This is an optimization exercise on Yosys and OpenROAD, whose aim is small area, not a production implementation. At most, simulation tests tie the RTL to the original design; equivalence was not proved. Function not checked in run 5: the RTL went through the layout flow alone. Power figures rest on the tool's default switching activity, not on a simulated workload.

$ cat design/flow/design.v
module lane_cur (
    input                    clk,
    input                    rst,
    input                    start,
    input                    run,
    input                    three,
    input                    svm,
    input                    inv_a,
    input                    inv_b,
    input             [11:0] code_a,
    input             [11:0] code_b,
    input             [11:0] offs_a,
    input             [11:0] offs_b,
    input  signed     [17:0] iref_a,
    input  signed     [17:0] iref_b,
    input             [15:0] kpc,
    input             [15:0] kic,
    input             [14:0] vlim,
    input             [16:0] period,
    input             [11:0] minon,
    input             [11:0] minoff,
    output                   done,
    output signed     [15:0] v_a,
    output signed     [15:0] v_b,
    output signed     [15:0] v_c,
    output            [16:0] w_a,
    output            [16:0] w_b,
    output            [16:0] w_c
);
    reg  [5:0] cyc;
    wire       act  = start | (cyc != 6'd0);
    wire       kph  = act & (cyc[5:4] == 2'b00);           
    wire       icl  = (cyc == 6'd16);                      
    wire       pph  = (cyc >= 6'd17) & (cyc <= 6'd32);     
    wire       c0   = (cyc == 6'd0);
    wire       p0   = (cyc == 6'd17);
    wire       vcl  = (cyc == 6'd33);
    wire       w0   = (cyc == 6'd34);
    wire       w1   = (cyc == 6'd35);
    wire       w16  = (cyc == 6'd50);
    wire       wph  = (cyc >= 6'd34) & (cyc <= 6'd50);
    wire [3:0] j    = kph ? cyc[3:0] : cyc[3:0] - 4'd1;
    assign done = three ? (cyc == 6'd51) : (cyc == 6'd50);
    always @(posedge clk) begin
        if (rst | done)
            cyc <= 6'd0;
        else if (act)
            cyc <= cyc + 6'd1;
    end
    reg zf;
    always @(posedge clk) begin
        if (rst)
            zf <= 1'b1;
        else if (icl)
            zf <= 1'b0;
    end
    wire kbit = kph ? kic[j] : kpc[j];
    wire [15:0] vl16  = {1'b0, vlim};
    wire [15:0] vlor;
    wire [15:0] nvl16 = vl16 ^ vlor;
    assign vlor[0] = 1'b0;
    genvar gi;
    generate
        for (gi = 1; gi < 16; gi = gi + 1) begin : g_nvl
            assign vlor[gi] = vlor[gi-1] | vl16[gi-1];
        end
    endgenerate
    wire        z_a, z_b, r_a, r_b, d_a, d_b, sp_a, sp_b, sn_a, sn_b;
    wire [15:0] v_ra, v_rb;
    wire [16:0] h_a, h_b;
    wire        mid, mid_d;
    lane_cur_ph ua (
        .clk(clk), .run(run), .three(three), .svm(svm), .zf(zf),
        .code(code_a), .offs(offs_a), .iref(iref_a), .inv(inv_a),
        .period(period), .vlim(vlim), .vl16(vl16), .nvl16(nvl16),
        .kbit(kbit),
        .kph(kph), .pph(pph), .c0(c0), .p0(p0), .icl(icl), .vcl(vcl), .w0(w0),
        .w1(w1), .w16(w16), .wph(wph),
        .mid(mid), .mid_d(mid_d),
        .r(r_a), .d(d_a), .v(v_ra), .h(h_a), .sp(sp_a), .sn(sn_a)
    );
    lane_cur_ph ub (
        .clk(clk), .run(run), .three(three), .svm(svm), .zf(zf),
        .code(code_b), .offs(offs_b), .iref(iref_b), .inv(inv_b),
        .period(period), .vlim(vlim), .vl16(vl16), .nvl16(nvl16),
        .kbit(kbit),
        .kph(kph), .pph(pph), .c0(c0), .p0(p0), .icl(icl), .vcl(vcl), .w0(w0),
        .w1(w1), .w16(w16), .wph(wph),
        .mid(mid), .mid_d(mid_d),
        .r(r_b), .d(d_b), .v(v_rb), .h(h_b), .sp(sp_b), .sn(sn_b)
    );
    wire signed [15:0] pa = v_ra;
    wire signed [15:0] pb = v_rb;
    wire        s_co, ab_co, t1_co, t2_co;
    lane_cur_cry #(15) u_ss (.a(pa[14:0]), .b(pb[14:0]), .ci(1'b0), .co(s_co));
    wire        sge = ~(pa[15] ^ pb[15] ^ s_co);
    lane_cur_cry #(15) u_ab (.a(pa[14:0]), .b(~pb[14:0]), .ci(pa[15]), .co(ab_co));
    wire        asel = ~(ab_co ^ pa[15]);
    lane_cur_cry #(16) u_t1 (.a({pa[15], pa[15:1]}), .b(pb), .ci(1'b0), .co(t1_co));
    lane_cur_cry #(16) u_t2 (.a({pb[15], pb[15:1]}), .b(pa), .ci(1'b0), .co(t2_co));
    wire        t1 = pa[15] ^ pb[15] ^ t1_co;
    wire        t2 = pa[15] ^ pb[15] ^ t2_co;
    reg  [1:0]  selc;    
    always @(*) begin
        if (pa[15] == pb[15])
            selc = asel ? 2'd0 : 2'd1;
        else if (!pa[15])
            selc = sge ? (t1 ? 2'd2 : 2'd1) : (t2 ? 2'd0 : 2'd2);
        else
            selc = sge ? (t2 ? 2'd2 : 2'd0) : (t1 ? 2'd1 : 2'd2);
    end
    reg [1:0] sel;
    always @(posedge clk)
        if (w0) sel <= selc;
    reg  ccy, cseen, d_c, cy_c, lz_c, sp_c, sn_c;
    wire ccy_i   = ~w0 & ccy;
    wire cseen_i = ~w0 & cseen;
    wire csum    = r_a ^ r_b ^ ccy_i;
    wire c_k     = csum ^ cseen_i;
    assign mid   = (sel == 2'd0) ? r_a : (sel == 2'd1) ? r_b : c_k;
    assign mid_d = (sel == 2'd0) ? d_a : (sel == 2'd1) ? d_b : d_c;
    wire mm_c   = ~svm | mid;
    wire cyi_c  = w1 ? (~svm | mid_d) : cy_c;
    wire z_c    = d_c ^ mm_c ^ cyi_c;
    wire cy17_c = (d_c & mm_c) | (d_c & cyi_c) | (mm_c & cyi_c);
    wire y16_c  = c_k ^ mm_c ^ cy17_c;
    wire cy18_c = (c_k & mm_c) | (c_k & cy17_c) | (mm_c & cy17_c);
    wire y17_c  = c_k ^ mm_c ^ cy18_c;
    wire bm_c   = three & wph & ~w0 & (z_c ^ w16);
    always @(posedge clk) begin
        ccy   <= (r_a & r_b) | (r_a & ccy_i) | (r_b & ccy_i);
        cseen <= cseen_i | csum;
        d_c   <= c_k;
        cy_c  <= cy17_c;
        lz_c  <= w0 | (lz_c & ~z_c);
        sp_c  <= w16 & three & ~y17_c & (y16_c | z_c);
        sn_c  <= w16 & three & y17_c & ~(y16_c & z_c & ~lz_c);
    end
    reg  [16:0] h_c;
    reg  [15:0] v_rc;
    wire [16:0] hc_in = w0 ? 17'd0 : h_c;
    wire [17:0] tc;
    lane_cur_add #(17) u_tc (.a(hc_in), .b(bm_c ? period : 17'd0), .ci(1'b0), .s(tc[16:0]), .co(tc[17]));
    always @(posedge clk) begin
        h_c  <= tc[17:1];
        v_rc <= {three & z_c, v_rc[15:1]};
    end
    wire [16:0] pm;
    wire        pm_co;
    lane_cur_add #(17) u_pm (.a(period), .b(~{5'd0, minoff}), .ci(1'b1), .s(pm), .co(pm_co));
    wire        dlt   = period[16] & (period[15:0] != 16'd0);
    wire [16:0] pbw;
    wire [16:0] pdec;
    assign pdec[0] = period[0] ^ ~dlt;
    assign pbw[0]  = ~period[0] & ~dlt;
    assign pdec[1] = period[1] ^ dlt ^ pbw[0];
    assign pbw[1]  = ~period[1] & (dlt | pbw[0]);
    generate
        for (gi = 2; gi < 17; gi = gi + 1) begin : g_pd
            assign pdec[gi] = period[gi] ^ pbw[gi-1];
            assign pbw[gi]  = ~period[gi] & pbw[gi-1];
        end
    endgenerate
    wire        mo_gt = (minoff[11:1] != 11'd0) | (minoff[0] & ~dlt);
    wire [16:0] psp   = mo_gt ? pm : pdec;
    wire        snb   = period[16] & (minon[11:1] == 11'd0);
    wire        lo_a, lo_b, lo_c, hi_a, hi_b, hi_c;
    lane_cur_cry #(12) u_loa (.a(h_a[11:0]), .b(~minon), .ci(1'b1), .co(lo_a));
    lane_cur_cry #(12) u_lob (.a(h_b[11:0]), .b(~minon), .ci(1'b1), .co(lo_b));
    lane_cur_cry #(12) u_loc (.a(h_c[11:0]), .b(~minon), .ci(1'b1), .co(lo_c));
    lane_cur_cry #(17) u_hia (.a(h_a), .b(~pm), .ci(1'b0), .co(hi_a));
    lane_cur_cry #(17) u_hib (.a(h_b), .b(~pm), .ci(1'b0), .co(hi_b));
    lane_cur_cry #(17) u_hic (.a(h_c), .b(~pm), .ci(1'b0), .co(hi_c));
    function automatic [16:0] lim(input [16:0] w, input lo, input hi,
                                  input sp, input sn);
        if (sp)
            lim = psp;
        else if (sn)
            lim = {16'd0, snb};
        else if (~lo & (w[16:12] == 5'd0))
            lim = 17'd0;
        else if (hi)
            lim = pm;
        else
            lim = w;
    endfunction
    function automatic [15:0] vsat(input [15:0] v, input sp, input sn);
        vsat = sp ? 16'h7FFF : sn ? 16'h8001 : v;
    endfunction
    assign v_a = vsat(v_ra, sp_a, sn_a);
    assign v_b = vsat(v_rb, sp_b, sn_b);
    assign v_c = vsat(v_rc, sp_c, sn_c);
    assign w_a = lim(h_a, lo_a, hi_a, sp_a, sn_a);
    assign w_b = lim(h_b, lo_b, hi_b, sp_b, sn_b);
    assign w_c = lim(h_c, lo_c, hi_c, sp_c, sn_c);
endmodule
module lane_cur_ph (
    input                clk,
    input                run,
    input                three,
    input                svm,
    input                zf,
    input         [11:0] code,
    input         [11:0] offs,
    input  signed [17:0] iref,
    input                inv,
    input         [16:0] period,
    input         [14:0] vlim,
    input         [15:0] vl16,
    input         [15:0] nvl16,
    input                kbit,
    input                kph,
    input                pph,
    input                c0,
    input                p0,
    input                icl,
    input                vcl,
    input                w0,
    input                w1,
    input                w16,
    input                wph,
    input                mid,
    input                mid_d,
    output               r,
    output reg           d,
    output reg    [15:0] v,
    output        [16:0] h,
    output reg           sp,
    output reg           sn
);
    wire [11:0] dis;
    wire        dco;
    lane_cur_add #(12) u_di (.a(code), .b(~offs), .ci(1'b1), .s(dis), .co(dco));
    wire [12:0] di = {~dco, dis};
    wire [12:0] dx = di ^ {13{~inv}};
    wire [18:0] e;
    wire        ec13, eco;
    lane_cur_add #(13) u_e (.a(iref[12:0]), .b(dx), .ci(~inv), .s(e[12:0]), .co(ec13));
    lane_cur_sxt #(6) u_ex (.a({iref[17], iref[17:13]}), .b(dx[12]), .ci(ec13), .s(e[18:13]));
    reg  signed [23:0] hr;      
    reg         [23:0] ii;      
    assign h = hr[16:0];
    wire [26:0] zv   = {hr[18:0], v[15:8]};
    wire        zhz  = (zv[25:15] == 11'd0);
    wire        zho  = (zv[25:15] == 11'h7ff);
    wire        gco, lco;
    lane_cur_cry #(15) u_gt (.a(zv[14:0]), .b(~vlim), .ci(icl & (v[7:0] != 8'd0)), .co(gco));
    lane_cur_cry #(15) u_lt (.a(zv[14:0]), .b(vlim), .ci(1'b0), .co(lco));
    wire        sh   = ~zv[26] & (~zhz | gco);
    wire        sl   = zv[26] & (~zho | ~lco);
    wire [23:0] inew = ~run ? 24'd0 : sh ? {vl16, 8'd0} : sl ? {nvl16, 8'd0}
                                         : {hr[7:0], v[15:0]};
    wire        inj  = c0 | p0 | w0;
    wire [23:0] x24  = ii & {24{(c0 | p0) & ~zf}};
    wire [24:0] hin  = inj ? {x24[23], x24} : {hr[23], hr};
    wire pi  = kph | pph;
    reg  s, cy, lz;
    assign r = w16 ? d : v[0];
    wire xx   = three ? d : d ^ s;
    wire mm   = three ? (~svm | mid) : ~s;
    wire cyi  = w1 ? (~three | ~svm | mid_d) : cy;
    wire z    = xx ^ mm ^ cyi;
    wire cy17 = (xx & mm) | (xx & cyi) | (mm & cyi);
    wire y16  = r ^ mm ^ cy17;
    wire cy18 = (r & mm) | (r & cy17) | (mm & cy17);
    wire y17  = r ^ mm ^ cy18;
    wire bm   = wph & ~w0 & (z ^ w16);
    wire signed [24:0] op2 = pi ? (kbit ? {{6{e[18]}}, e} : 25'sd0)
                                : (bm ? {8'd0, period} : 25'sd0);
    wire [24:0] t;
    wire        tc19;
    lane_cur_add #(19) u_t (.a(hin[18:0]), .b(op2[18:0]), .ci(1'b0), .s(t[18:0]), .co(tc19));
    lane_cur_sxt #(6) u_tx (.a(hin[24:19]), .b(op2[18]), .ci(tc19), .s(t[24:19]));
    always @(posedge clk) begin
        hr <= t[24:1];
        if (vcl)
            v <= ~run ? 16'd0 : sh ? vl16 : sl ? nvl16 : zv[15:0];
        else
            v <= {wph ? (three ? z : v[0]) : t[0], v[15:1]};
        if (icl)
            ii <= inew;
        if (w0) s <= v[15];
        d  <= r;
        cy <= cy17;
        lz <= w0 | (lz & ~z);
        sp <= w16 & three & ~y17 & (y16 | z);
        sn <= w16 & three & y17 & ~(y16 & z & ~lz);
    end
endmodule
module lane_cur_add #(parameter W = 8) (
    input  [W-1:0] a,
    input  [W-1:0] b,
    input          ci,
    output [W-1:0] s,
    output         co
);
    wire [W:0] c;
    assign c[0] = ci;
    genvar i;
    generate
        for (i = 0; i < W; i = i + 1) begin : g
            wire p = a[i] ^ b[i];
            assign s[i]   = p ^ c[i];
            assign c[i+1] = (a[i] & b[i]) | (p & c[i]);
        end
    endgenerate
    assign co = c[W];
endmodule
module lane_cur_cry #(parameter W = 8) (
    input  [W-1:0] a,
    input  [W-1:0] b,
    input          ci,
    output         co
);
    wire [W:0] c;
    assign c[0] = ci;
    genvar i;
    generate
        for (i = 0; i < W; i = i + 1) begin : g
            assign c[i+1] = (a[i] & b[i]) | ((a[i] | b[i]) & c[i]);
        end
    endgenerate
    assign co = c[W];
endmodule
module lane_cur_sxt #(parameter W = 6) (
    input  [W-1:0] a,
    input          b,
    input          ci,
    output [W-1:0] s
);
    wire [W:0] po, pa;
    assign po[0] = 1'b0;
    assign pa[0] = 1'b1;
    genvar i;
    generate
        for (i = 0; i < W; i = i + 1) begin : g
            assign po[i+1] = po[i] | a[i];
            assign pa[i+1] = pa[i] & a[i];
            wire c = b ? (ci | po[i]) : (ci & pa[i]);
            assign s[i] = a[i] ^ b ^ c;
        end
    endgenerate
endmodule
$ cat design/flow/flow/run.sh
#!/bin/bash
# The standard layout flow, with the port buffers made from the smallest
# buffer cell instead of the one buffer_ports picks by default.
export BUFFER_PORTS_ARGS="-buffer_cell sky130_fd_sc_hd__buf_1"
bash standard.sh > standard.log 2>&1
$ cat design/flow/standard.sh
#!/bin/bash
# synth_recipe.tcl (not shown) runs the flow's synth.tcl, then flattens the netlist and writes it again
# the make line also repeats each setting of config.mk as NAME=value (left out here)
make -C /OpenROAD-flow-scripts/flow DESIGN_CONFIG=/design/flow/config.mk WORK_HOME=/design/flow/orfs CLKGATE_MAP_FILE= SYNTH_SCRIPT=/design/flow/synth_recipe.tcl "${@:-finish}"
$ cat design/flow/config.mk
export PLATFORM = sky130hd
export DESIGN_NAME = lane_cur
export DESIGN_NICKNAME = lane_cur
export VERILOG_FILES = /design/flow/design.v
export SDC_FILE = /design/flow/constraint.sdc
export NUM_CORES = 4
export LEC_CHECK = 0
export CAP_MARGIN = 20
export CORE_MARGIN = 2
export CORE_UTILIZATION = 40
export GPL_TIMING_DRIVEN = 0
export SLEW_MARGIN = 20
$ cat design/flow/constraint.sdc
create_clock -name core_clock -period 12.0 [get_ports {clk}]
set_input_delay 2.4000 -clock core_clock [delete_from_list [all_inputs] [get_ports {clk}]]
set_output_delay 2.4000 -clock core_clock [all_outputs]
set_load 0.01 [all_outputs]
==> reports/metrics.cfg, run 1 <==
[cts]
clock_tree.root_cell=sky130_fd_sc_hd__clkbuf_16
insertion_delay_ns=0.50
clock_edge_transition_at_the_registers_on_the_reported_setup_and_hold_paths_ns=0.08
postCtsHoldBufs=0
tritoncts.num_buffers=17
htree_levels=4
maximum_count_of_clock_buffers_along_a_single_path=2
cts_num_sinks=189
cts_tree=built

[drt]
post_drt_wl_per_cell_um=23.6
detail_route.wirelength_um=68400
vias_per_cell=5.97
drt_iter0_drc=1894
detailroute.via_count=17300
final_antenna_net_count=0
firstDrtPassIters=6
drc_violations_left=0

[layout]
mostFrequentLayoutCells=sky130_fd_sc_hd__buf_1 (276), sky130_fd_sc_hd__inv_1 (208), sky130_fd_sc_hd__nor2_1 (163)
layout_commonest_cell=sky130_fd_sc_hd__buf_1
area_delta_synth_final_pct=17.0
final_design_area_no_fill_um2=20100
finalNetCount=2681
drive_gt1_share_pct=8.63
postLayoutCoreUtil_pct=47.7

[synth]
yosysUniqueCellTypes=77
synth_enable_flop_cells=52
netlist_area_um2=17200
yosysWarnings=2
synthArstFlopShare_pct=0
synth_cells=2023
synthesis.nets=2364
yosys-top-cells-area=sky130_fd_sc_hd__dfxtp_1 (16%), sky130_fd_sc_hd__fa_1 (14%), sky130_fd_sc_hd__edfxtp_1 (9.1%), sky130_fd_sc_hd__mux2i_1 (4.7%), sky130_fd_sc_hd__inv_1 (4.6%)
postSynth.topFlopCell=sky130_fd_sc_hd__dfxtp_1
synth_area_per_cell_um2=8.49
synth-seq-area-share_pct=25.1
ys_ff_latch=189
synth.top_cell.area_share_pct=16.0
yosys_top_cell_by_area=sky130_fd_sc_hd__dfxtp_1

[critical_path]
path_delay_family=adder cells
critPathBufInv=6
rr_endpoint=ub.hr[22]
startpoint_type=input pin
crit_arrival_ns=9.34
reg2regPathDepth=44
slowest_delay_ns=0.54
critical_path.endpoint_type=output pin
crit_fanout=8
cp_slowest_cell=sky130_fd_sc_hd__fa_1
timing.critical_path.mode_cell=sky130_fd_sc_hd__fa_2
timing_worst_setup_path_type=in2out
required_ns=9.60
worst-r2r-setup-slack_ns=0.44
reg2reg_from=cyc[2]

[grt]
remaining_global_route_overflow=0
global_route_wire_length_before_repair_um=99500
antenna_found_initial=1
grt_usage_pct=30.1
largest_net_degree_at_the_start_of_global_routing=52
grt_pass1_vias=16500

[sta]
fmaxAchievable_mhz=85.2
setup_tns_ns=0
tightestPinTransition_ns=1.05
finalMaxSlewViolations=0
timing.final.crit_share_pct=97.9
finalSetupViolCount=0
report.final.hold_viol_count=0
clock-skew-final_ns=0.00960
slew_headroom_pct=29.8
min_period_ns=11.74

[hold_path]
min_delay_path_depth=0
worst_hold_path.endpoint=v_rc[14]
source_of_the_worst_hold_timing_path=v_rc[15]
hold_path_class=reg2reg

[pwr]
power-per-cell-area_nw_per_um2=217
ir_drop_v=0.000131
p_leak_nw=8.02
power.total_mw=4.36

[floorplan]
initial_utilization_pct=40.7
dieArea_um2=44600
core.rowCount=75
floorplan.die.width_um=211
die_h_um=211
core_region_area_um2=42100
io-pin-count=280

[place]
detailed_place.area_um2=18900
dp.final_hpwl_um=55300
io_buffers=269
finalWeightedCongestion=0.966

[job]
cap_viol_max_count=0

[status]
status=timing/DRC/antenna clean

-- flip-flops by register name, indices dropped and copies added (netlist names), 2 cells and up --
register	cells
ub.ii	24
h_c	17
cyc	6
ua.ii	24
v_rc	16
ub.v	16
ub.hr	24
ua.v	16
sel	2
ua.hr	24
-- Yosys cell counts (50+ instances only) --
| cell type | number |
|---|---|
| sky130_fd_sc_hd__o21ai_0 | 104 |
| sky130_fd_sc_hd__a22oi_1 | 73 |
| sky130_fd_sc_hd__a21oi_1 | 103 |
| sky130_fd_sc_hd__clkbuf_1 | 127 |
| sky130_fd_sc_hd__inv_1 | 210 |
| sky130_fd_sc_hd__dfxtp_1 | 137 |
| sky130_fd_sc_hd__nand2_1 | 144 |
| sky130_fd_sc_hd__mux2i_1 | 80 |
| sky130_fd_sc_hd__fa_1 | 116 |
| sky130_fd_sc_hd__edfxtp_1 | 52 |
| sky130_fd_sc_hd__and2_1 | 50 |
| sky130_fd_sc_hd__nor2_1 | 165 |
-- worst max path at each step --
stage	start	to	slack [ns]	cells past startpoint
3_3_place_gp	cyc[2]	ua.hr[22]	-1.71	42
3_5_place_dp	period[0]	w_c[6]	-1.30	29
2_1_floorplan	period[0]	w_c[8]	0.03	27
4_1_cts	period[0]	w_c[7]	0.004	27
5_1_grt	cyc[2]	ub.hr[22]	-0.04	44
6_report	period[1]	w_c[10]	0.26	26
-- power by group --
part / leakage [nW] / switching, mW / total (mW) / internal, mW
Clock: 0.291 / 0.305 / 0.584 / 0.279
Sequential: 1.60 / 0.165 / 0.993 / 0.828
Combinational: 6.13 / 1.76 / 2.78 / 1.02
Total: 8.02 / 2.23 / 4.36 / 2.13
-- worst register-to-register path: cells and delay by family, from the launching register on --
family          cells  cell delay (ns)
mux                 2             0.43
simple gates        9             1.37
compound gates      4             0.68
flops               1             0.31
fa+ha+maj          22             7.90
buf+inv             6             0.64
xor+xnor            1             0.16
-- stage by stage --
| step | setup WS (ns) | hold WS (ns) | std cells |
|---|---|---|---|
| floorplan | 0.0319 | 0.331 | 2023 |
| global placement | -1.71 | 0.337 | 2831 |
| detailed placement | -1.30 | 0.338 | 2833 |
| CTS | 0.00409 | 0.358 | 2886 |
| global route | -0.0444 | 0.356 | 2892 |
| finish | 0.257 | 0.353 | 2893 |
-- per-layer routing --
metal	up-vias	routed length [um]	GRT usage (%)
met5	-	0	0
met4	0	2780	13.1
met3	134	5210	4.76
met2	845	31500	48.1
met1	8488	28900	40.5
li1	7811	-	-
-- area by class of cell --
| type | count | area, um2 |
|---|---|---|
| Multi-Input combinational cell | 1467 | 11800 |
| Clock inverter | 15 | 166 |
| Inverter | 213 | 800 |
| Timing Repair Buffer | 305 | 1330 |
| Sequential cell | 189 | 4310 |
| Clock buffer | 17 | 425 |
| Antenna cell | 1 | 2.50 |
| Buffer | 147 | 629 |
| Fill cell | 4205 | 22000 |
| Tap cell | 539 | 674 |
-- kinds of logic (layout without fill, tap and decap cells) --
group,after synthesis,in the layout,share of synthesized area [%]
buffers and inverters,367,697,8.21
adders and majority gates,209,209,19.6
DFF,189,189,25.1
other,0,1,0
and+or+nand+nor,525,525,14.6
muxes,93,93,6.17
AOI/OAI and AO/OA,580,580,23.3
xor gates and xnor gates,60,60,3.06
-- repair_timing --
item | 4_1_cts | 5_1_grt
endpoints found under the setup margin | 61 | 55
gates resized for setup | 67 | 49
pin swaps | 6 | 7
cloned | 1 | 0
setup buffers | 26 | 7
==> run 2: changes to the inputs <==
--- a/design/flow/config.mk
+++ b/design/flow/config.mk
@@ -6,7 +6,7 @@
 export NUM_CORES = 4
 export LEC_CHECK = 0
+export ABC_AREA = 1
 export CAP_MARGIN = 20
 export CORE_MARGIN = 2
 export CORE_UTILIZATION = 40
-export GPL_TIMING_DRIVEN = 0
 export SLEW_MARGIN = 20
==> run 2 against run 1 <==
Synthesized area is 2.6% higher; register-to-register slack better by 0.14 ns; via count is 10% higher; cell count is 20% higher; maximum frequency is 0.84% higher; sequential cell count stayed put; clock power is 2% higher; clock skew is 0.0061 ns higher; combinational power is about 10% lower; largest cell class unchanged.
==> reports/metrics.cfg, run 2 <==
[sta]
fmaxAchievable_mhz=85.9
finalSetupViolCount=0
setup_tns_ns=0
finalMaxSlewViolations=0
report.final.hold_viol_count=0
slew_headroom_pct=25.7
clock-skew-final_ns=0.0157
timing.final.crit_share_pct=97.0
tightestPinTransition_ns=1.10
finalHoldWorstSlack_ns=0.353
min_period_ns=11.65

[pwr]
ir_drop_v=0.000112
power-per-cell-area_nw_per_um2=205
internal-power_mw=1.95
p_leak_nw=9.75
power.switching_mw=2.17
clock_power_share_pct=14.5
sw_frac_of_total_pct=52.7
pwr-share-seq_pct=24.8
combinational_share_of_power_pct=60.8

[place]
dp.final_hpwl_um=54700
detailed_place.area_um2=19300
finalWeightedCongestion=0.981
io_buffers=279

[drt]
met3_length_um=5350
firstDrtPassIters=6
drc_violations_left=0
detailroute.via_count=19000
drt_iter0_drc=2093
routed.top_layer=met4
wl_met2_um=31000
detail_route.wirelength_um=67800
final_antenna_net_count=0
wirelength_met1_um=28800
post_drt_wl_per_cell_um=19.5
vias_per_cell=5.47

[hold_path]
source_of_the_worst_hold_timing_path=v_rc[11]
hold_path_class=reg2reg
worst_hold_path.endpoint=v_rc[10]
min_delay_path_depth=0

[cts]
tritoncts.num_buffers=17
cts_num_sinks=189
clock_edge_transition_at_the_registers_on_the_reported_setup_and_hold_paths_ns=0.07
postCtsHoldBufs=0
htree_levels=4
cts_tree=built
maximum_count_of_clock_buffers_along_a_single_path=2
insertion_delay_ns=0.47
clock_tree.root_cell=sky130_fd_sc_hd__clkbuf_16

[layout]
postLayoutCoreUtil_pct=46.5
drive_gt1_share_pct=5.62
finalNetCount=3211
mostFrequentLayoutCells=sky130_fd_sc_hd__nand2_1 (742), sky130_fd_sc_hd__inv_1 (479), sky130_fd_sc_hd__buf_1 (275)
final_design_area_no_fill_um2=20100
layout_commonest_cell=sky130_fd_sc_hd__nand2_1
area_delta_synth_final_pct=14.1

[floorplan]
core.rowCount=76
initial_utilization_pct=40.7
floorplan.die.width_um=214
die_h_um=214
dieArea_um2=45700
io-pin-count=280
core_region_area_um2=43300

[critical_path]
slowest_delay_ns=0.43
required_ns=9.60
crit_fanout=16
worst-r2r-setup-slack_ns=0.58
reg2reg_from=cyc[3]
startpoint_type=input pin
rr_endpoint=ub.hr[22]
timing.critical_path.mode_cell=sky130_fd_sc_hd__fa_1
timing_worst_setup_path_type=in2out
critical_path.endpoint_type=output pin
cp_slowest_cell=sky130_fd_sc_hd__fa_1
crit_arrival_ns=9.25
reg2regPathDepth=50

[synth]
synth_area_per_cell_um2=6.72
synthArstFlopShare_pct=0
synth_top_cells_by_count=sky130_fd_sc_hd__nand2_1 (748), sky130_fd_sc_hd__inv_1 (485), sky130_fd_sc_hd__nand3_1 (169)
synth_most_common_cell=sky130_fd_sc_hd__nand2_1
yosysWarnings=2
postSynth.topFlopCell=sky130_fd_sc_hd__dfxtp_1
synthesis.nets=2961
yosys_top_cell_by_area=sky130_fd_sc_hd__nand2_1
netlist_area_um2=17600
synth.top_cell.area_share_pct=15.9
yosys-top-cells-area=sky130_fd_sc_hd__nand2_1 (16%), sky130_fd_sc_hd__dfxtp_1 (16%), sky130_fd_sc_hd__fa_1 (13%), sky130_fd_sc_hd__inv_1 (10%), sky130_fd_sc_hd__edfxtp_1 (8.9%)
synth-seq-area-share_pct=24.4
synth_cells=2620
ys_ff_latch=189
synth_enable_flop_cells=52
yosysUniqueCellTypes=54

[grt]
grt_usage_pct=29.5
grt_pass1_vias=18000
remaining_global_route_overflow=0
global_route_wire_length_before_repair_um=102000
antenna_found_initial=3
largest_net_degree_at_the_start_of_global_routing=50

[status]
status=timing/DRC/antenna clean

[job]
cap_viol_max_count=0

[run 2: cell types whose count changed in the layout (fill, tap and decap cells not counted), sizes merged, moves of 27 or more]
cell and change:
a22o -29, o31ai -27, maj3 -48, and2 -50, clkbuf -116, inv +275, a21oi -72, a22oi -41
nand2 +618, mux2i -80, o22ai +141, nand3 +149, nand4 +34, nor2 -36
[run 2: final cells by class]
cell class / instances / area [um2]
fillers: 4566 / 23200
multi-input cells: 1814 / 11000
flip-flops and latches: 189 / 4310
inverters: 515 / 1940
repair buffers: 333 / 1470
well taps: 585 / 732
clock buffers: 17 / 425
clock inverters: 15 / 179
diodes: 3 / 7.51
[run 2: worst max-delay path by stage]
stage               startpoint         to  slack (ns)  depth (start not counted)
floorplan               cyc[2]  ub.hr[22]        0.29                         49
global placement           svm  ub.hr[22]        0.12                         38
detailed placement         svm  ub.hr[22]       -0.14                         38
CTS                     cyc[3]  ub.hr[22]        0.02                         48
global route            cyc[3]  ub.hr[22]       -0.02                         50
finish               period[0]     w_b[2]        0.35                         30
[run 2: metrics by stage]
stage | std cells | power [mW] | setup WS [ns]
6_report | 3471 | 4.11 | 0.355
4_1_cts | 3463 | 4.05 | 0.0170
5_1_grt | 3470 | 4.44 | -0.0179
3_3_place_gp | 3431 | 3.42 | 0.124
2_1_floorplan | 2620 | 2.61 | 0.295
3_5_place_dp | 3431 | 3.45 | -0.140
[run 2: power by group through the flow]
stage	Combinational [mW]	Clock, mW	Sequential, mW
after floorplan	1.68	0	0.926
after global placement	2.40	0	1.02
after detailed placement	2.43	0	1.02
after CTS	2.44	0.603	1.01
after global routing	2.78	0.625	1.03
final	2.50	0.595	1.02
[run 2: routing by layer]
metal | GRT usage [%] | up-vias
met5 | 0 | -
met3 | 4.32 | 131
met2 | 47.5 | 892
met1 | 40.0 | 8996
li1 | - | 8984
met4 | 11.9 | 0
[run 2: cells by family (layout without fill, tap and decap cells)]
family,Yosys count,in the layout,share of synthesized area [%]
compound gates,432,432,15.2
xor+xnor,52,52,2.59
fa+ha+maj,161,161,16.4
buf+inv,617,880,13.4
flops,189,189,24.4
other cells,0,3,0
simple gates,1169,1169,28.0
[run 2: timing repair]
action                                  CTS  global route
pin swaps                                 0             8
endpoints found under the setup margin    1            62
buffers inserted                          0             5
gates resized for setup                   1            40
[run 2: worst max-delay path, delay by kind of cell]
| family | cells | cell delay [ns] |
|---|---|---|
| buffers and inverters | 8 | 1.00 |
| adder cells (fa/ha/maj) | 16 | 5.23 |
| AND/OR/NAND/NOR | 5 | 0.49 |
| AO/OA/AOI/OAI | 1 | 0.11 |
==> run 3: changes to the inputs <==
--- a/design/flow/config.mk
+++ b/design/flow/config.mk
@@ -6,5 +6,4 @@
 export NUM_CORES = 4
 export LEC_CHECK = 0
-export ABC_AREA = 1
 export CAP_MARGIN = 20
 export CORE_MARGIN = 2
==> run 3 against run 2 <==
Sequential cell count unchanged; first-iteration DRC count decreased by 4.9%; cell count decreased by 20%; still clean on timing, DRC and antenna; die area down 2.5%; critical endpoint is now w_a[1].
==> reports/metrics.cfg, run 3 <==
[synth]
synth_area_per_cell_um2=8.49
netlist_area_um2=17200
combinational_family_with_the_most_area_after_synthesis=compound AO/OA/AOI/OAI gates
yosysUniqueCellTypes=77
yosys.area_share.xor_xnor_pct=3.06
synthesis.nets=2364
postSynth.topFlopCell=sky130_fd_sc_hd__dfxtp_1
synth_adder_area_share_pct=19.6
synth_cells=2023
synth-compound-area-share_pct=23.3
synth.top_cell.area_share_pct=16.0
post_synth_and_or_nand_nor_area_fraction_pct=14.6
yosysWarnings=2
synth_most_common_cell=sky130_fd_sc_hd__inv_1
synthArstFlopShare_pct=0
multiplexer_fraction_of_the_synthesized_cell_area_pct=6.17
synth-seq-area-share_pct=25.1
synth_enable_flop_cells=52
ys_ff_latch=189
yosys_top_cell_by_area=sky130_fd_sc_hd__dfxtp_1
synth_top_cells_by_count=sky130_fd_sc_hd__inv_1 (210), sky130_fd_sc_hd__nor2_1 (165), sky130_fd_sc_hd__nand2_1 (144)
yosys-top-cells-area=sky130_fd_sc_hd__dfxtp_1 (16%), sky130_fd_sc_hd__fa_1 (14%), sky130_fd_sc_hd__edfxtp_1 (9.1%), sky130_fd_sc_hd__mux2i_1 (4.7%), sky130_fd_sc_hd__inv_1 (4.6%)

[sta]
min_period_ns=11.70
fmaxAchievable_mhz=85.4
slew_headroom_pct=30.3
clock-skew-final_ns=0.0143
timing.final.crit_share_pct=97.5
rsz0062_at_grt=false
tightestPinTransition_ns=1.04
setup_tns_ns=0
finalMaxSlewViolations=0
report.final.hold_viol_count=0
finalSetupViolCount=0

[critical_path]
worst-r2r-setup-slack_ns=0.50
reg2reg_from=cyc[2]
cp_slowest_cell=sky130_fd_sc_hd__fa_1
timing_worst_setup_path_type=in2out
crit_fanout=9
setup.worst_path.start=period[0]
rr_endpoint=ua.hr[22]
reg2regPathDepth=43
required_ns=9.60
critical_path_cell_count=31
path_delay_family=adder cells
timing.critical_path.to=w_a[1]
critical_path.endpoint_type=output pin
timing.critical_path.mode_cell=sky130_fd_sc_hd__fa_1
crit_arrival_ns=9.30
startpoint_type=input pin
critPathBufInv=7
slowest_delay_ns=0.40

[pwr]
clock_power_share_pct=13.3
ir_drop_v=0.000126
power-per-cell-area_nw_per_um2=212
sw_frac_of_total_pct=49.8
p_leak_nw=7.86
pwr-share-seq_pct=28.6
internal-power_mw=2.08
combinational_share_of_power_pct=58.1
power.switching_mw=2.06

[layout]
fillerInstances=4145
mostFrequentLayoutCells=sky130_fd_sc_hd__buf_1 (277), sky130_fd_sc_hd__inv_1 (210), sky130_fd_sc_hd__nor2_1 (162)
finalNetCount=2571
antennaDiodeCount=0
area_delta_synth_final_pct=13.7
drive_gt1_share_pct=7.76
postLayoutCoreUtil_pct=46.3
layout_commonest_cell=sky130_fd_sc_hd__buf_1

[cts]
cts_num_sinks=189
clock_edge_transition_at_the_registers_on_the_reported_setup_and_hold_paths_ns=0.06
htree_levels=4
cts_tree=built
tritoncts.num_buffers=17
insertion_delay_ns=0.46
maximum_count_of_clock_buffers_along_a_single_path=2
clock_tree.root_cell=sky130_fd_sc_hd__clkbuf_16

[grt]
met1_usage_pct=37.3
remaining_global_route_overflow=0
largest_net_degree_at_the_start_of_global_routing=52
grt_pass1_vias=16000
grt_usage_pct=27.4
grt_busiest_layer=met2
antenna_found_initial=2
global_routing_met3_resource_utilization_pct=3.85
global_route_wire_length_before_repair_um=93800
grtUsageMet2_pct=44.3

[drt]
detail_route.wirelength_um=61700
post_drt_wl_per_cell_um=22.2
drc_violations_left=0
final_antenna_net_count=0
firstDrtPassIters=6
drt_iter0_drc=1990
vias_per_cell=5.95
detailroute.via_count=16600

[floorplan]
dieArea_um2=44600
core_region_area_um2=42100
floorplan.die.width_um=211
die_h_um=211
core.rowCount=75
io-pin-count=280
initial_utilization_pct=40.7

[place]
io_buffers=279
finalWeightedCongestion=0.965
dp.final_hpwl_um=48600

[hold_path]
hold_path_class=reg2reg

[job]
cap_viol_max_count=0

[status]
status=timing/DRC/antenna clean

## run 3: cell types whose count changed after synthesis, moves of 29 or more
cell | before | now
sky130_fd_sc_hd__nand2_1 | 748 | 144
sky130_fd_sc_hd__inv_1 | 485 | 210
sky130_fd_sc_hd__nand3_1 | 169 | 21
sky130_fd_sc_hd__o22ai_1 | 165 | 23
sky130_fd_sc_hd__mux2i_1 | 0 | 80
sky130_fd_sc_hd__a21oi_1 | 31 | 103
sky130_fd_sc_hd__clkbuf_1 | 70 | 127
sky130_fd_sc_hd__and2_1 | 0 | 50
sky130_fd_sc_hd__maj3_1 | 0 | 43
sky130_fd_sc_hd__nor2_1 | 122 | 165
sky130_fd_sc_hd__a22oi_1 | 32 | 73
sky130_fd_sc_hd__nand4_1 | 46 | 12
sky130_fd_sc_hd__a22o_1 | 2 | 31
## run 3: worst register-to-register path: cells and delay by family, from the launching register on
kind / cells / cell delay (ns)
AOI/OAI and AO/OA: 3 / 0.47
xor gates and xnor gates: 1 / 0.15
adders and majority gates: 22 / 8.24
buffers and inverters: 4 / 0.32
DFF: 1 / 0.32
muxes: 2 / 0.39
and+or+nand+nor: 11 / 1.58
## run 3: worst min-delay path by stage
stage	start	endpoint	slack [ns]	cells past startpoint
after detailed placement	v_rc[2]	v_rc[1]	0.34	0
after global routing	v_rc[3]	v_rc[2]	0.36	0
after CTS	v_rc[14]	v_rc[13]	0.35	0
after global placement	v_rc[3]	v_rc[2]	0.34	0
final	v_rc[13]	v_rc[12]	0.35	0
after floorplan	v_rc[1]	v_rc[0]	0.33	0
## run 3: per-layer routing
metal	up-vias	routed length [um]
met2	783	28900
met1	8075	26100
met4	2	2010
met3	106	4650
met5	-	16
li1	7600	-
## run 3: timing repair
item / CTS / global route
gates cloned: 0 / 1
gates resized for setup: 3 / 36
hold buffers: 0 / 0
endpoints found under the setup margin: 3 / 54
pin swaps: 1 / 6
buffers inserted: 1 / 3
## run 3: power groups by stage
stage / clock network (mW) / registers [mW] / logic [mW]
finish: 0.550 / 1.19 / 2.41
global route: 0.583 / 1.20 / 2.66
CTS: 0.556 / 1.17 / 2.34
detailed placement: 0 / 1.18 / 2.33
global placement: 0 / 1.18 / 2.29
floorplan: 0 / 0.921 / 1.80
## run 3: cell families after synthesis
logic type / count (synthesis)
fa+ha+maj: 209
compound gates: 580
flops: 189
buf+inv: 367
xor+xnor: 60
simple gates: 525
mux: 93
## run 3: final cells by class
class,instances,area (um2),share of cell area (%)
clock buffers,20,437,2.24
clock inverters,12,101,0.519
inverters,213,800,4.09
multi-input cells,1467,11600,59.6
flip-flops and latches,189,4300,22.0
well taps,539,674,3.45
repair buffers,342,1580,8.10
## run 3: through the flow
step | cells | hold slack (ns) | area, um2 | worst slack (ns) | power, mW
floorplan | 2023 | 0.331 | 17200 | 0.0319 | 2.72
global placement | 2745 | 0.336 | 18800 | -0.0524 | 3.46
detailed placement | 2745 | 0.338 | 18800 | -0.154 | 3.51
CTS | 2778 | 0.354 | 19300 | 0.00623 | 4.07
global route | 2782 | 0.361 | 19500 | 0.00157 | 4.45
finish | 2782 | 0.354 | 19500 | 0.297 | 4.14
==> run 4: changes to the inputs <==
--- a/design/flow/config.mk
+++ b/design/flow/config.mk
@@ -9,3 +9,5 @@
 export CORE_MARGIN = 2
 export CORE_UTILIZATION = 40
+export CTS_BUF_LIST = sky130_fd_sc_hd__clkbuf_8 sky130_fd_sc_hd__clkbuf_16
+export CTS_CLUSTER_SIZE = 12
 export SLEW_MARGIN = 20
==> run 4 against run 3 <==
Still clean on timing, DRC and antenna; clock power about the same; via count barely moved; clock skew up 0.00061 ns; non-clock buffer count is the same; die area is the same; critical endpoint unchanged.
==> reports/metrics.cfg, run 4 <==
[pwr]
clock_power_share_pct=13.2
p_leak_nw=7.87
sw_frac_of_total_pct=49.8
power.switching_mw=2.06
internal-power_mw=2.08
pwr-share-seq_pct=28.6
power-per-cell-area_nw_per_um2=212
combinational_share_of_power_pct=58.1
ir_drop_v=0.000126

[synth]
synth_top_cells_by_count=sky130_fd_sc_hd__inv_1 (210), sky130_fd_sc_hd__nor2_1 (165), sky130_fd_sc_hd__nand2_1 (144)
netlist_area_um2=17200
synth_enable_flop_cells=52
yosys_top_cell_by_area=sky130_fd_sc_hd__dfxtp_1
yosysWarnings=2
postSynth.topFlopCell=sky130_fd_sc_hd__dfxtp_1
synthArstFlopShare_pct=0
yosysUniqueCellTypes=77
synth_cells=2023
synth.top_cell.area_share_pct=16.0
synth-seq-area-share_pct=25.1
synth_area_per_cell_um2=8.49
synthesis.nets=2364
yosys-top-cells-area=sky130_fd_sc_hd__dfxtp_1 (16%), sky130_fd_sc_hd__fa_1 (14%), sky130_fd_sc_hd__edfxtp_1 (9.1%), sky130_fd_sc_hd__mux2i_1 (4.7%), sky130_fd_sc_hd__inv_1 (4.6%)
synth_most_common_cell=sky130_fd_sc_hd__inv_1
ys_ff_latch=189

[floorplan]
initial_utilization_pct=40.7
io-pin-count=280
die_h_um=211
dieArea_um2=44600
floorplan.die.width_um=211
core_region_area_um2=42100
core.rowCount=75

[critical_path]
crit_arrival_ns=9.30
slowest_delay_ns=0.40
timing_worst_setup_path_type=in2out
reg2regPathDepth=43
required_ns=9.60
worst-r2r-setup-slack_ns=0.50
rr_endpoint=ua.hr[22]
reg2reg_from=cyc[2]
startpoint_type=input pin
timing.critical_path.mode_cell=sky130_fd_sc_hd__fa_1
crit_fanout=9
critical_path.endpoint_type=output pin
critPathBufInv=7
cp_slowest_cell=sky130_fd_sc_hd__fa_1
path_delay_family=adder cells

[cts]
htree_levels=4
clock_edge_transition_at_the_registers_on_the_reported_setup_and_hold_paths_ns=0.07
clock_tree.root_cell=sky130_fd_sc_hd__clkbuf_16
cts_tree=built
postCtsHoldBufs=0
tritoncts.num_buffers=17
insertion_delay_ns=0.46
cts_num_sinks=189
maximum_count_of_clock_buffers_along_a_single_path=2

[sta]
finalMaxSlewViolations=0
timing.final.crit_share_pct=97.5
slew_headroom_pct=30.4
tightestPinTransition_ns=1.04
rsz0062_at_grt=false
report.final.hold_viol_count=0
finalSetupViolCount=0
min_period_ns=11.70
clock-skew-final_ns=0.0149
fmaxAchievable_mhz=85.4
setup_tns_ns=0

[grt]
grt_usage_pct=27.4
global_route_wire_length_before_repair_um=93800
remaining_global_route_overflow=0
grt_pass1_vias=16000
largest_net_degree_at_the_start_of_global_routing=52
antenna_found_initial=2

[drt]
final_antenna_net_count=0
post_drt_wl_per_cell_um=22.2
drt_iter0_drc=1995
firstDrtPassIters=6
vias_per_cell=5.95
detailroute.via_count=16600
detail_route.wirelength_um=61700
drc_violations_left=0

[hold_path]
source_of_the_worst_hold_timing_path=v_rc[2]
hold_path_class=reg2reg
worst_hold_path.endpoint=v_rc[1]
min_delay_path_depth=0

[layout]
final_cells=2783
final_design_area_no_fill_um2=19500
mostFrequentLayoutCells=sky130_fd_sc_hd__buf_1 (277), sky130_fd_sc_hd__inv_1 (213), sky130_fd_sc_hd__nor2_1 (162)
finalNetCount=2571
drive_gt1_share_pct=7.76
area_delta_synth_final_pct=13.7
layout_commonest_cell=sky130_fd_sc_hd__buf_1

[place]
io_buffers=279
placedCellCount=2745
detailed_place.area_um2=18800
finalWeightedCongestion=0.965
dp.final_hpwl_um=48600

[job]
cap_viol_max_count=0

[status]
status=timing/DRC/antenna clean

run 4: metrics by stage:
stage | worst slack (ns) | util [%] | total power, mW | hold slack [ns]
6_report | 0.296 | 46.3 | 4.14 | 0.353
4_1_cts | 0.00623 | 45.9 | 4.06 | 0.354
3_5_place_dp | -0.154 | 44.6 | 3.51 | 0.338
3_3_place_gp | -0.0524 | 44.6 | 3.46 | 0.336
2_1_floorplan | 0.0319 | - | 2.72 | 0.331
5_1_grt | 0.00157 | 46.3 | 4.44 | 0.361
run 4: logic make-up after synthesis:
kind of cell,after synthesis,synth area share (%)
adders and majority gates,209,19.6
AOI/OAI and AO/OA,580,23.3
DFF,189,25.1
and+or+nand+nor,525,14.6
buffers and inverters,367,8.21
muxes,93,6.17
xor gates and xnor gates,60,3.06
run 4: power by group through the flow:
stage          registers, mW  clock network, mW  logic [mW]
3_3_place_gp            1.18                  0        2.29
5_1_grt                 1.20              0.581        2.66
2_1_floorplan          0.921                  0        1.80
4_1_cts                 1.17              0.554        2.34
3_5_place_dp            1.18                  0        2.33
6_report                1.19              0.547        2.41
run 4: worst max path at each step:
| stage | from | endpoint | depth (start not counted) |
|---|---|---|---|
| after floorplan | period[0] | w_c[8] | 27 |
| after global placement | code_a[0] | ua.hr[22] | 33 |
| after detailed placement | three | ua.hr[22] | 34 |
| after CTS | cyc[2] | ub.hr[22] | 42 |
| after global routing | code_b[0] | ub.hr[22] | 33 |
| final | period[0] | w_a[1] | 31 |
run 4: area by class of cell:
cell class / instances / area (um2)
Fill cell: 4144 / 22600
Sequential cell: 189 / 4300
Multi-Input combinational cell: 1467 / 11600
Timing Repair Buffer: 342 / 1580
Clock buffer: 17 / 425
Antenna cell: 1 / 2.50
Clock inverter: 15 / 113
Tap cell: 539 / 674
Inverter: 213 / 800
run 4: per-layer routing:
metal | GRT usage, % | wire [um] | vias up
met5 | 0 | 16 | -
li1 | - | - | 7600
met3 | 3.85 | 4700 | 112
met1 | 37.3 | 26100 | 8053
met2 | 44.3 | 28900 | 794
met4 | 10.3 | 2020 | 2
run 4: worst register-to-register path, delay by kind of cell, from the launching register on:
family          cells  cell delay, ns
xor+xnor            1            0.15
mux                 2            0.39
buf+inv             4            0.32
simple gates       11            1.58
flops               1            0.32
fa+ha+maj          22            8.24
compound gates      3            0.47
run 4: what timing repair did:
item | 4_1_cts | 5_1_grt
endpoints found under the setup margin | 3 | 54
resized for setup | 3 | 36
gates cloned | 0 | 1
pin swaps | 1 | 6
setup buffers | 1 | 3
==> run 5: changes to the inputs <==
--- a/design/flow/design.v
+++ b/design/flow/design.v
@@ -40,5 +40,5 @@
     wire       w16  = (cyc == 6'd50);
     wire       wph  = (cyc >= 6'd34) & (cyc <= 6'd50);
-    wire [3:0] j    = kph ? cyc[3:0] : cyc[3:0] - 4'd1;
+    wire [3:0] j    = cyc[3:0];
     assign done = three ? (cyc == 6'd51) : (cyc == 6'd50);
     always @(posedge clk) begin
@@ -55,5 +55,6 @@
             zf <= 1'b0;
     end
-    wire kbit = kph ? kic[j] : kpc[j];
+    wire [15:0] kpr  = {kpc[14:0], kpc[15]};
+    wire kbit = kph ? kic[j] : kpr[j];
     wire [15:0] vl16  = {1'b0, vlim};
     wire [15:0] vlor;
--- a/design/flow/config.mk
+++ b/design/flow/config.mk
@@ -9,5 +9,3 @@
 export CORE_MARGIN = 2
 export CORE_UTILIZATION = 40
-export CTS_BUF_LIST = sky130_fd_sc_hd__clkbuf_8 sky130_fd_sc_hd__clkbuf_16
-export CTS_CLUSTER_SIZE = 12
 export SLEW_MARGIN = 20
==> run 5 against run 4 <==
Combinational power barely moved; cell count rose by 3.3%; design area rose by 2.0%; sequential power barely moved; first-iteration DRC count rose by 9.1%; register-to-register slack barely moved; clock skew rose by 0.0034 ns; highest routed layer is now met4.
==> reports/metrics.cfg, run 5 <==
[grt]
grt_usage_pct=29.4
remaining_global_route_overflow=0
antenna_found_initial=3
grt_pass1_vias=16500
global_route_wire_length_before_repair_um=100000
largest_net_degree_at_the_start_of_global_routing=49

[critical_path]
setup.worst_path.start=period[0]
crit_arrival_ns=9.44
startpoint_type=input pin
rr_endpoint=ua.hr[23]
timing.critical_path.to=w_a[1]
timing_worst_setup_path_type=in2out
reg2reg_from=cyc[2]
critical_path.endpoint_type=output pin
required_ns=9.60
reg2regPathDepth=44
worst-r2r-setup-slack_ns=0.49
crit_fanout=11

[hold_path]
hold_path_class=reg2reg

[cts]
clock_tree.root_cell=sky130_fd_sc_hd__clkbuf_16
postCtsHoldBufs=0
insertion_delay_ns=0.47
clock_edge_transition_at_the_registers_on_the_reported_setup_and_hold_paths_ns=0.08
cts_num_sinks=189
maximum_count_of_clock_buffers_along_a_single_path=2
cts_tree=built
htree_levels=4
tritoncts.num_buffers=17

[sta]
fmaxAchievable_mhz=84.5
clock-skew-final_ns=0.0183
slew_headroom_pct=28.8
setup_tns_ns=0
report.final.hold_viol_count=0
finalMaxSlewViolations=0
timing.final.crit_share_pct=98.6
min_period_ns=11.84
tightestPinTransition_ns=1.07
setup_slack_ns=0.164
finalSetupViolCount=0

[synth]
synth_enable_flop_cells=52
synthesis.nets=2392
yosys_top_cell_by_area=sky130_fd_sc_hd__dfxtp_1
ys_ff_latch=189
synth_cells=2051
synth_top_cells_by_count=sky130_fd_sc_hd__inv_1 (214), sky130_fd_sc_hd__nand2_1 (183), sky130_fd_sc_hd__nor2_1 (159)
synth_area_per_cell_um2=8.44
netlist_area_um2=17300
synth.top_cell.area_share_pct=15.8
synth-seq-area-share_pct=24.9
synth_most_common_cell=sky130_fd_sc_hd__inv_1
postSynth.topFlopCell=sky130_fd_sc_hd__dfxtp_1
synthArstFlopShare_pct=0
yosysWarnings=2
yosys-top-cells-area=sky130_fd_sc_hd__dfxtp_1 (16%), sky130_fd_sc_hd__fa_1 (13%), sky130_fd_sc_hd__edfxtp_1 (9.0%), sky130_fd_sc_hd__inv_1 (4.6%), sky130_fd_sc_hd__nand2_1 (4.0%)
yosysUniqueCellTypes=81

[pwr]
p_leak_nw=7.86
clock_power_share_pct=14.6
pwr-share-seq_pct=27.6
power-per-cell-area_nw_per_um2=212
sw_frac_of_total_pct=51.0
ir_drop_v=0.000103
power.switching_mw=2.16
internal-power_mw=2.07
combinational_share_of_power_pct=57.8

[floorplan]
core.rowCount=76
initial_utilization_pct=40.4
die_h_um=212
io-pin-count=280
core_region_area_um2=42900
floorplan.die.width_um=212
dieArea_um2=44900

[status]
status=timing/DRC/antenna clean

[drt]
vias_per_cell=6.03
final_antenna_net_count=0
post_drt_wl_per_cell_um=23.3
detailroute.via_count=17300
firstDrtPassIters=7
detail_route.wirelength_um=67100
drt_iter0_drc=2176
drc_violations_left=0

[layout]
layout_commonest_cell=sky130_fd_sc_hd__buf_1
area_delta_synth_final_pct=15.1
final_cells=2876
drive_gt1_share_pct=9.21
fillerInstances=4223
mostFrequentLayoutCells=sky130_fd_sc_hd__buf_1 (275), sky130_fd_sc_hd__inv_1 (212), sky130_fd_sc_hd__nand2_1 (180)
finalNetCount=2618

[job]
cap_viol_max_count=0

[place]
finalWeightedCongestion=0.966
io_buffers=279
placedCellCount=2835
dp.final_hpwl_um=53300
dp_worst_setup_slack_ns=-0.246

## run 5: stage by stage
step / area [um2] / utilization [%] / total power [mW] / hold WS (ns)
floorplan: 17300 / - / 2.65 / 0.331
global placement: 19000 / 44.4 / 3.48 / 0.336
detailed placement: 19000 / 44.4 / 3.52 / 0.338
CTS: 19700 / 46.0 / 4.14 / 0.354
global route: 19900 / 46.5 / 4.49 / 0.367
finish: 19900 / 46.5 / 4.22 / 0.353
## run 5: worst min path at each step
stage / end / cells past startpoint / from
5_1_grt: v_rc[11] / 0 / v_rc[12]
6_report: v_rc[11] / 0 / v_rc[12]
3_5_place_dp: v_rc[10] / 0 / v_rc[11]
4_1_cts: v_rc[10] / 0 / v_rc[11]
2_1_floorplan: v_rc[0] / 0 / v_rc[1]
3_3_place_gp: v_rc[5] / 0 / v_rc[6]
## run 5: cell families (layout without fill, tap and decap cells)
group / count (synthesis) / in the layout / synth area share, %
compound gates: 595 / 595 / 24.9
fa+ha+maj: 208 / 208 / 19.4
flops: 189 / 189 / 24.9
buf+inv: 374 / 613 / 8.59
other cells: 0 / 1 / 0
mux: 46 / 46 / 3.42
simple gates: 580 / 580 / 15.8
xor+xnor: 59 / 59 / 2.99
## run 5: final cells by class
type / instances / area [um2] / area share (%)
antenna: 1 / 2.50 / 0.0126
inverter: 217 / 815 / 4.09
sequential: 189 / 4300 / 21.6
clock inverter: 14 / 184 / 0.923
tap: 585 / 732 / 3.67
timing repair buffer: 364 / 1690 / 8.48
clock buffer: 18 / 450 / 2.26
multi-input combinational: 1488 / 11700 / 59.0
## run 5: timing repair
| item | CTS | global route |
|---|---|---|
| buffers inserted | 3 | 5 |
| gates resized for setup | 6 | 53 |
| setup endpoints to repair | 20 | 54 |
| pin swaps | 2 | 9 |
| cloned | 0 | 0 |
## run 5: per-layer routing
metal	up-vias	GRT usage, %	share of wire [%]
met4	0	11.0	3.7
li1	7825	-	-
met1	8518	40.4	42
met5	-	0	0
met3	118	4.68	8.4
met2	873	46.7	46
## run 5: worst max-delay path, cell delays in order
cell	delay (ns)
sky130_fd_sc_hd__buf_1	0.08
sky130_fd_sc_hd__inv_1	0.07
sky130_fd_sc_hd__ha_1	0.14
sky130_fd_sc_hd__inv_1	0.05
sky130_fd_sc_hd__fa_1	0.38
sky130_fd_sc_hd__fa_2	0.36
sky130_fd_sc_hd__fa_2	0.35
sky130_fd_sc_hd__fa_2	0.35
sky130_fd_sc_hd__fa_1	0.38
sky130_fd_sc_hd__fa_1	0.39
sky130_fd_sc_hd__fa_2	0.36
sky130_fd_sc_hd__fa_2	0.40
sky130_fd_sc_hd__fa_1	0.39
sky130_fd_sc_hd__fa_2	0.36
sky130_fd_sc_hd__fa_1	0.39
sky130_fd_sc_hd__inv_1	0.08
sky130_fd_sc_hd__ha_1	0.20
sky130_fd_sc_hd__ha_4	0.14
sky130_fd_sc_hd__ha_1	0.34
sky130_fd_sc_hd__o41ai_1	0.51
sky130_fd_sc_hd__a222oi_1	0.23
sky130_fd_sc_hd__or2_2	0.48
sky130_fd_sc_hd__o211ai_1	0.38
sky130_fd_sc_hd__buf_1	0.20
## run 5: power groups by stage
stage | sequential [mW] | combinational (mW) | clock (mW)
5_1_grt | 1.18 | 2.66 | 0.649
4_1_cts | 1.14 | 2.38 | 0.622
6_report | 1.17 | 2.44 | 0.618
2_1_floorplan | 0.918 | 1.73 | 0
3_5_place_dp | 1.16 | 2.36 | 0
3_3_place_gp | 1.15 | 2.33 | 0

[port drivers added, routing unchanged]
Ports are ideal in the flow. The routed layouts listed here were re-timed in OpenROAD. Step 1 (the two cells are an assumption about what drives the block):
set clk [get_ports {clk}]
set_driving_cell -lib_cell sky130_fd_sc_hd__clkbuf_16 $clk
set_driving_cell -lib_cell sky130_fd_sc_hd__buf_2 [delete_from_list [all_inputs] $clk]
Step 2 moves the port delays by t, midway between the first and last clock arrival at a register: inputs arrive t later, outputs are due t later. That takes back most of the time a late clock gives input paths. a / b / c = ideal ports / drivers / drivers and shift; a / b = the first two.
run | t (ns) | setup WS [ns] | worst setup path after step 2
run 1 | 0.545 | 0.257 / 0.236 / -0.140 | input to register
run 2 | 0.520 | 0.355 / 0.333 / 0.023 | input to register
run 3 | 0.508 | 0.297 / 0.276 / -0.107 | input to register
run 4 | 0.508 | 0.296 / 0.275 / -0.108 | input to register
run 5 | 0.511 | 0.164 / 0.145 / -0.100 | input to register
With both steps, setup timing fails in run 1, run 3, run 4 and run 5, where it was met with ideal ports.
